Background: an optimization exercise with open tools, aiming at a short achievable clock period and few clock cycles per item. Do not read the settings as production practice. Function was checked by simulation only, so behaviour that the tests miss may differ from the original.

==> run Z <==
// rc_line_decoder
module rc_line_decoder (
    input             clk,
    input             rst,
    input             start,
    input      [10:0] cfg_segs,    
    input             cfg_ten,     
    input      [16:0] cfg_len,     
    output            idle,
    input             in_valid,
    input      [31:0] in_data,
    output            in_ready,
    input             ab_valid,
    input      [9:0]  ab_px0,
    input      [9:0]  ab_px1,
    output            ab_ready,
    output reg        out_valid,
    output reg [9:0]  out_px0,
    output reg [9:0]  out_px1,
    output reg        done,
    output reg [2:0]  err
);
clock: 12.0 ns
lec_check: 0
abc_clock_period_in_ps: 3000
cap_margin: 30
core_margin: 2
core_utilization: 30
place_density: 0.5
setup_slack_margin: 5
slew_margin: 30
tns_end_percent: 100
standard.sh (not shown) runs the stock make flow with config.mk's settings and CLKGATE_MAP_FILE= SYNTH_SCRIPT=/design/flow/synth_recipe.tcl, a recipe that flattens the netlist after the stock synthesis.
==> flow/flow/run.sh <==
#!/bin/bash
# Standard layout (standard synthesis, the standard flow's config and constraints), with
# timing repair asked to keep a larger setup margin.
set -euo pipefail
bash standard.sh SETUP_SLACK_MARGIN=9 finish 2>&1 | tee flow_make.log
==> inputs of run K, as changes to run Z <==
--- a/flow/design.v
+++ b/flow/design.v
@@ -180,25 +180,51 @@
     always @(*) begin
         if (h_go)      used = {1'b0, h_need};
         else if (p_go) used = p_used;
         else if (r_go) used = {bw, 1'b0};
         else           used = 6'd0;
     end
+    localparam integer NT = 47;         
+    reg  [NT-1:0] t2oh;                 
+    reg  [NT-1:0] l0oh;                 
+    reg  [NT-1:0] toh;
+    integer       v;
+    always @(*) begin
+        t2oh = {NT{1'b0}};
+        l0oh = {NT{1'b0}};
+        for (v = 1; v < 32; v = v + 1)
+            l0oh[v] = (L0 == v);
+        for (i = 1; i < NP; i = i + 1)
+            for (v = 1; v < 32; v = v + 1)
+                t2oh[i + v] = t2oh[i + v] | ((L0 == i) && (lr[5*i +: 5] == v));
+        toh = {{(NT-1){1'b0}}, 1'b1};
+        if (h_go)
+            toh = (h_mode == M_PRED) ? ({{(NT-1){1'b0}}, 1'b1} << 8) :
+                  (h_mode == M_RUN)  ? ({{(NT-1){1'b0}}, 1'b1} << 14) :
+                                       ({{(NT-1){1'b0}}, 1'b1} << 2);
+        else if (p_go)
+            toh = p_two ? t2oh : l0oh;
+        else if (r_go)
+            toh = ten ? ({{(NT-1){1'b0}}, 1'b1} << 20) : ({{(NT-1){1'b0}}, 1'b1} << 16);
+    end
     wire [127:0] bm  = bb | wplace;
-    wire [127:0] bs1 = used[0] ? (bm  << 1)  : bm;
-    wire [127:0] bs2 = used[1] ? (bs1 << 2)  : bs1;
-    wire [127:0] bs3 = used[2] ? (bs2 << 4)  : bs2;
-    wire [127:0] bs4 = used[3] ? (bs3 << 8)  : bs3;
-    wire [127:0] bs5 = used[4] ? (bs4 << 16) : bs4;
-    wire [127:0] bs0 = used[5] ? (bs5 << 32) : bs5;
-    wire [5*NL-1:0] ls1 = used[0] ? (lpre >> 5)   : lpre;
-    wire [5*NL-1:0] ls2 = used[1] ? (ls1  >> 10)  : ls1;
-    wire [5*NL-1:0] ls3 = used[2] ? (ls2  >> 20)  : ls2;
-    wire [5*NL-1:0] ls4 = used[3] ? (ls3  >> 40)  : ls3;
-    wire [5*NL-1:0] ls5 = used[4] ? (ls4  >> 80)  : ls4;
-    wire [5*NL-1:0] ls0 = used[5] ? (ls5  >> 160) : ls5;
+    reg  [127:0] bs0;
+    reg  [5*NP-1:0] ls0;
+    integer      m;
+    always @(*) begin
+        bs0 = 128'd0;
+        for (i = 0; i < 128; i = i + 1)
+            for (m = 0; m < NT; m = m + 1)
+                if (i + m < 128)
+                    bs0[127 - i] = bs0[127 - i] | (toh[m] & bm[127 - i - m]);
+        ls0 = {5*NP{1'b0}};
+        for (i = 0; i < NP; i = i + 1)
+            for (m = 0; m < NT; m = m + 1)
+                if (i + m < NL)
+                    ls0[5*i +: 5] = ls0[5*i +: 5] | ({5{toh[m]}} & lpre[5*(i + m) +: 5]);
+    end
     wire [127:0] bb_c1 = bb << L0;      
     reg          f_vld, f_two, f_raw;
     reg  [30:0]  f_c0, f_c1;        
     reg  [4:0]   f_l0, f_l1;
     reg  [3:0]   f_k;
     function [10:0] rice_u;
==> flow/flow/run.sh (replaced) <==
#!/bin/bash
# Standard layout (standard synthesis, the standard flow's config and constraints), with
# timing repair asked to keep a larger setup margin.
set -euo pipefail
bash standard.sh SETUP_SLACK_MARGIN=8.5 finish 2>&1 | tee flow_make.log
==> run notes <==
metric	run K	run Z
Status	stopped before the end	no timing/DRC/antenna violations
Failing step	global routing (5_1_grt)	-
Total cell area at the placement stage	171,000 um^2	138,000 um^2
Half-perimeter wire length after placement	823,000 um	458,000 um
Standard-cell rows	266	240
Mean cell area of the mapped netlist	8.01 um^2	8.96 um^2
Share of Yosys cell area claimed by the top area cell type	13.7%	16.8%
Adder-cell share of the synthesized area	9.49%	11.3%
Yosys cell types	115	120
Post-CTS setup buffer count	1,408	790
Complex-gate fraction of the synthesized area	33.1%	19.5%
XOR/XNOR Fraction of Synth Area	3.45%	4.42%
Floorplan die width	730 um	659 um
Final estimated routing congestion in global placement	1.13	1.06
Share of synthesized cell area in and, or, nand and nor gates	16.4%	14.4%
Most numerous cell in the Yosys netlist	sky130_fd_sc_hd__o22ai_1	sky130_fd_sc_hd__nor2_1
Worst slack after detailed placement	5270 ps	4690 ps
Post-placement cell count	25,600	19,600
Gate count of the mapped netlist	19,700	14,400
CTS resizes	3,622	2,883
Multiplexer fraction of the synthesized cell area	4.51%	14.0%
Register area share after synthesis	25.5%	31.3%
Floorplan die height	730 um	659 um
Testbench counts of run Z, summed over its fixed seeds: cycles 98,614, pixels 191,616.
Testbench counts of run K, summed over its fixed seeds: cycles 98,614, pixels 191,616.


==> v16: inputs <==
rc_line_decoder, a different RTL version from the one above (not shown whole).
Settings: LEC_CHECK=0, ABC_CLOCK_PERIOD_IN_PS=3000, CAP_MARGIN=30, CORE_MARGIN=2, CORE_UTILIZATION=30, PLACE_DENSITY=0.5, SETUP_SLACK_MARGIN=5, SLEW_MARGIN=30, TNS_END_PERCENT=100; clock period 12.0 ns.
==> flow/flow/run.sh <==
#!/bin/bash
# Standard layout (standard synthesis, the standard flow's config and constraints), with
# timing repair asked to keep a larger setup margin.
set -euo pipefail
bash standard.sh SETUP_SLACK_MARGIN=8.5 finish 2>&1 | tee flow_make.log
==> inputs of v2, as changes to v16 <==
--- a/flow/design.v
+++ b/flow/design.v
@@ -98,12 +98,13 @@
     wire abort      = perr_q;
     wire clr        = rst || take_start;
     reg  [31:0]  w_reg;
     reg          w_vld;
     reg  [127:0] bb;            
     reg  [7:0]   bc;            
+    reg  [7:0]   lv;            
     reg          lfin;          
     reg          ok_bc14;       
     reg          ok_bc20;       
     reg          ok_one;        
     reg          ok_two;        
     reg  [19:0]  rem;           
@@ -145,109 +146,59 @@
         begin
             lones = 5'd16;
             for (j = 0; j < 16; j = j + 1)
                 if (!x[j]) lones = 5'd15 - j[4:0];
         end
     endfunction
+    wire [3:0]   k_next = (ps == P_HDR) ? h_k : kq;
     wire [5*NL-1:0] lpre;
     generate
         for (g = 0; g < NL; g = g + 1) begin : g_len
             wire [4:0] qg = lones(bb[127 - g -: 16]);
-            assign lpre[5*g +: 5] = qg;
+            assign lpre[5*g +: 5] = (qg == 5'd16) ? (5'd16 + bw) : (qg + 5'd1 + {1'b0, k_next});
         end
     endgenerate
-    reg  [6*32-1:0] kc;
-    function lmatch;
-        input [4:0] q;
-        input [5:0] c;
-        input       esc_n;
-        begin
-            if (q[4]) lmatch = esc_n;
-            else      lmatch = (c[5:4] == 2'b00) && (q[3:0] == c[3:0]);
-        end
-    endfunction
-    wire [4:0]   q0 = lr[4:0];
-    wire [4:0]   L0 = q0[4] ? (5'd16 + bw) : (q0 + 5'd1 + {1'b0, kq});
-    reg  [4:0]   q1;
+    wire [4:0]   L0 = lr[4:0];
+    reg  [5:0]   t_two;             
+    reg  [4:0]   L1;
     always @(*) begin
-        q1 = 5'd0;
-        for (i = 1; i < NP; i = i + 1)
-            q1 = q1 | ({5{L0 == i}} & lr[5*i +: 5]);
+        t_two = 6'd0;
+        L1    = 5'd0;
+        for (i = 1; i < NP; i = i + 1) begin
+            t_two = t_two | ({6{L0 == i}} & (i[5:0] + {1'b0, lr[5*i +: 5]}));
+            L1    = L1    | ({5{L0 == i}} & lr[5*i +: 5]);
+        end
     end
-    wire [4:0]   L1 = q1[4] ? (5'd16 + bw) : (q1 + 5'd1 + {1'b0, kq});
     wire         v_room  = (vcnt <= VD - 5);
     wire         p_go    = (ps == P_PRED) && (ok_one || lfin) && v_room;
-    wire         p_two   = (cnt != 6'd0) && l0small && (ok_two || lfin);
-    reg          p_short;
+    wire         p_two   = (cnt != 6'd0) && (L0 < NP) && (ok_two || lfin);
+    wire [5:0]   p_used  = p_two ? t_two : {1'b0, L0};
+    wire         p_short = rem_small && (p_used > rem[5:0]);
     wire         p_segend = (cnt == 6'd0) || (p_two && cnt == 6'd1);
     wire         r_go    = (ps == P_RAW) && (ok_bc20 || all_in) && v_room;
     wire         r_short = rem_small && ({bw, 1'b0} > rem[5:0]);
-    localparam integer NT = 47;         
-    reg  [NT-1:0] t2oh;                 
-    reg  [NT-1:0] l0oh;                 
-    reg  [NT-1:0] toh;
-    integer       v;
-    integer       m;
+    reg  [5:0]   used;
     always @(*) begin
-        t2oh = {NT{1'b0}};
-        l0oh = {NT{1'b0}};
-        for (v = 1; v < 32; v = v + 1)
-            l0oh[v] = lmatch(q0, kc[6*v +: 6], v == (ten ? 26 : 24));
-        for (i = 1; i < NP; i = i + 1)
-            for (v = 1; v < 32; v = v + 1)
-                t2oh[i + v] = t2oh[i + v] | (l0oh[i] && lmatch(lr[5*i +: 5], kc[6*v +: 6], v == (ten ? 26 : 24)));
-        toh = {{(NT-1){1'b0}}, 1'b1};
-        if (h_go)
-            toh = (h_mode == M_PRED) ? ({{(NT-1){1'b0}}, 1'b1} << 8) :
-                  (h_mode == M_RUN)  ? ({{(NT-1){1'b0}}, 1'b1} << 14) :
-                                       ({{(NT-1){1'b0}}, 1'b1} << 2);
-        else if (p_go)
-            toh = p_two ? t2oh : l0oh;
-        else if (r_go)
-            toh = ten ? ({{(NT-1){1'b0}}, 1'b1} << 20) : ({{(NT-1){1'b0}}, 1'b1} << 16);
-    end
-    wire         l0small = |l0oh[NP-1:1];
-    reg  [NT-1:0] poh;
-    always @(*) begin
-        poh = p_two ? t2oh : l0oh;
-        p_short = 1'b0;
-        for (m = 0; m < NT; m = m + 1)
-            p_short = p_short | (poh[m] && rem_small && (m > rem[5:0]));
-    end
-    wire [7:0]   bcw = bc + (w_vld ? 8'd32 : 8'd0);
-    reg  [7:0]   bc_n;
-    reg  [6:0]   rem_lo;
-    reg          ok_bc14_n, ok_bc20_n, ok_one_n, ok_two_n;
-    always @(*) begin
-        bc_n = 8'd0;
-        rem_lo = 7'd0;
-        ok_bc14_n = 1'b0; ok_bc20_n = 1'b0; ok_one_n = 1'b0; ok_two_n = 1'b0;
-        for (m = 0; m < NT; m = m + 1) begin
-            bc_n      = bc_n   | ({8{toh[m]}} & (bcw - m[7:0]));
-            rem_lo    = rem_lo | ({7{toh[m]}} & ({1'b0, rem[5:0]} - m[6:0]));
-            ok_bc14_n = ok_bc14_n | (toh[m] && ({1'b0, bcw} >= m + 14));
-            ok_bc20_n = ok_bc20_n | (toh[m] && ({1'b0, bcw} >= m + 20));
-            ok_one_n  = ok_one_n  | (toh[m] && ({1'b0, bc} >= m + 16) && ({1'b0, bcw} >= m + 31));
-            ok_two_n  = ok_two_n  | (toh[m] && ({1'b0, bc} >= m + 31) && ({1'b0, bcw} >= m + 46));
-        end
+        if (h_go)      used = {1'b0, h_need};
+        else if (p_go) used = p_used;
+        else if (r_go) used = {bw, 1'b0};
+        else           used = 6'd0;
     end
     wire [127:0] bm  = bb | wplace;
-    reg  [127:0] bs0;
-    reg  [5*NP-1:0] ls0;
-    always @(*) begin
-        bs0 = 128'd0;
-        for (i = 0; i < 128; i = i + 1)
-            for (m = 0; m < NT; m = m + 1)
-                if (i + m < 128)
-                    bs0[127 - i] = bs0[127 - i] | (toh[m] & bm[127 - i - m]);
-        ls0 = {5*NP{1'b0}};
-        for (i = 0; i < NP; i = i + 1)
-            for (m = 0; m < NT; m = m + 1)
-                if (i + m < NL)
-                    ls0[5*i +: 5] = ls0[5*i +: 5] | ({5{toh[m]}} & lpre[5*(i + m) +: 5]);
-    end
+    wire [127:0] bs5 = used[5] ? (bm  << 32) : bm;
+    wire [127:0] bs4 = used[4] ? (bs5 << 16) : bs5;
+    wire [127:0] bs3 = used[3] ? (bs4 << 8)  : bs4;
+    wire [127:0] bs2 = used[2] ? (bs3 << 4)  : bs3;
+    wire [127:0] bs1 = used[1] ? (bs2 << 2)  : bs2;
+    wire [127:0] bs0 = used[0] ? (bs1 << 1)  : bs1;
+    wire [5*NL-1:0] ls5 = used[5] ? (lpre >> 160) : lpre;
+    wire [5*NL-1:0] ls4 = used[4] ? (ls5  >> 80)  : ls5;
+    wire [5*NL-1:0] ls3 = used[3] ? (ls4  >> 40)  : ls4;
+    wire [5*NL-1:0] ls2 = used[2] ? (ls3  >> 20)  : ls3;
+    wire [5*NL-1:0] ls1 = used[1] ? (ls2  >> 10)  : ls2;
+    wire [5*NL-1:0] ls0 = used[0] ? (ls1  >> 5)   : ls1;
     wire [127:0] bb_c1 = bb << L0;      
     reg          f_vld, f_two, f_raw;
     reg  [30:0]  f_c0, f_c1;        
     reg  [4:0]   f_l0, f_l1;
     reg  [3:0]   f_k;
     function [10:0] rice_u;
@@ -537,23 +488,28 @@
     wire [9:0]   r_hi = cand_x(a_q, z_ka_hi, z_kb_hi, z_kc_hi, z_w_hi, z_tl0_hi, z_tl1_hi, z_th0_hi, z_th1_hi,
                                z_avg1, z_y1, pmask, m2, pb);
     wire [9:0]   r_av = cand_av(a_q, z_ka_av, z_kb_av, z_kc_av, z_w_av, z_tl0_av, z_tl1_av, z_th0_av, z_th1_av,
                                 z_avg1, z_y1, pmask, m2, m4, pbw1);
     wire [9:0]   pix1 = sel_av ? r_av : sel_lo ? r_lo : sel_hi ? r_hi : z_p1y;
     wire         line_done = s_vld && s_last;
+    reg  [6:0]   rem_lo;
+    wire [7:0]   bc_n = bc + (w_vld ? 8'd32 : 8'd0) - {2'd0, used};
+    wire [7:0]   lv_n = bc - {2'd0, used};
     always @(posedge clk) begin
         w_vld <= in_acc;
         if (in_acc) w_reg <= in_data;
         bb   <= bs0;
         lr   <= ls0[5*NP-1:0];
         bc   <= bc_n;
-        ok_bc14 <= ok_bc14_n;
-        ok_bc20 <= ok_bc20_n;
-        ok_one  <= ok_one_n;
-        ok_two  <= ok_two_n;
+        lv   <= lv_n;
+        ok_bc14 <= (bc_n >= 8'd14);
+        ok_bc20 <= (bc_n >= 8'd20);
+        ok_one  <= (lv_n >= 8'd16) && (bc_n >= 8'd31);
+        ok_two  <= (lv_n >= 8'd31) && (bc_n >= 8'd46);
         lfin <= all_in;
+        rem_lo = {1'b0, rem[5:0]} - {1'b0, used};
         rem  <= {rem_lo[6] ? rem_hi_m1 : rem[19:6], rem_lo[5:0]};
         if (in_acc) begin
             bytes_left <= (bytes_left <= 17'd4) ? 17'd0 : bytes_left - 17'd4;
             bl_more    <= (bytes_left > 17'd4);
             bl_more4   <= (bytes_left > 17'd8);
         end
@@ -565,14 +521,12 @@
                 perr_q <= 1'b1; perr_code <= E_RUN; ps <= P_IDLE;
             end else begin
                 psegs    <= psegs_dec;
                 psegs_m1 <= psegs_dec - 11'd1;
                 psegs_z  <= (psegs_dec == 11'd0);
                 kq    <= h_k;
-                for (i = 0; i < 32; i = i + 1)
-                    kc[6*i +: 6] <= i[5:0] - 6'd1 - {2'd0, h_k};
                 case (h_mode)
                     M_PRED: begin ps <= P_PRED; cnt <= 6'd63; end
                     M_RAW:  begin ps <= P_RAW;  cnt <= 6'd31; end
                     default: ps <= h_lastseg ? P_END : P_HDR;
                 endcase
             end
@@ -724,12 +678,13 @@
             psegs_z    <= 1'b0;
             ab_left    <= {cfg_segs, 5'd0};
             r_left     <= {cfg_segs[9:0], 5'd0} - 15'd1;
             r_last     <= 1'b0;
             bb         <= 128'd0;
             bc         <= 8'd0;
+            lv         <= 8'd0;
             lfin       <= 1'b0;
             ok_bc14    <= 1'b0;
             ok_bc20    <= 1'b0;
             ok_one     <= 1'b0;
             ok_two     <= 1'b0;
             w_vld      <= 1'b0;
==> summary of the runs <==
In v16 the synthesized area is higher than in v2, by about 34%. Against v16, the synthesized cell count of v2 is lower by 35%. v16 ended with an error in 5_1_grt on GRT-0116. v2 completed with no timing, DRC or antenna violations.
Testbench counts of v16, summed over its fixed seeds: cycles 98,614, pixels 191,616.
Testbench counts of v2, summed over its fixed seeds: cycles 98,614, pixels 191,616.

[re-timing with driven ports]
How much do the figures lean on ideal ports? The routed layouts below were timed once more, with nothing changed but the port constraints.
Step 1 (the two cells are an assumption about what drives the block):
set clk [get_ports {clk}]
set_driving_cell -lib_cell sky130_fd_sc_hd__clkbuf_16 $clk
set_driving_cell -lib_cell sky130_fd_sc_hd__buf_2 [delete_from_list [all_inputs] $clk]
Step 2 also shifts input and output timing later by t, the mid clock arrival at the registers, as if the neighbouring blocks saw the same clock.
Three values: ideal, step 1, step 2; two values: the first two.
run	t, ns	setup WS [ns]	hold WS [ns]	worst setup path at the end	clock arrival spread, ns
run Z	1.050	7.146 / 7.146 / 7.146	0.318 / 0.318 / 0.318	register to register	0.109 / 0.110
v2	1.065	7.338 / 7.338 / 7.284	0.299 / 0.299 / 0.299	input to register	0.164 / 0.164
After both steps every run listed still meets setup and hold. For v2, which loses most, drivers alone change the setup slack by 0.000 ns; drivers and shift together by -0.054 ns.
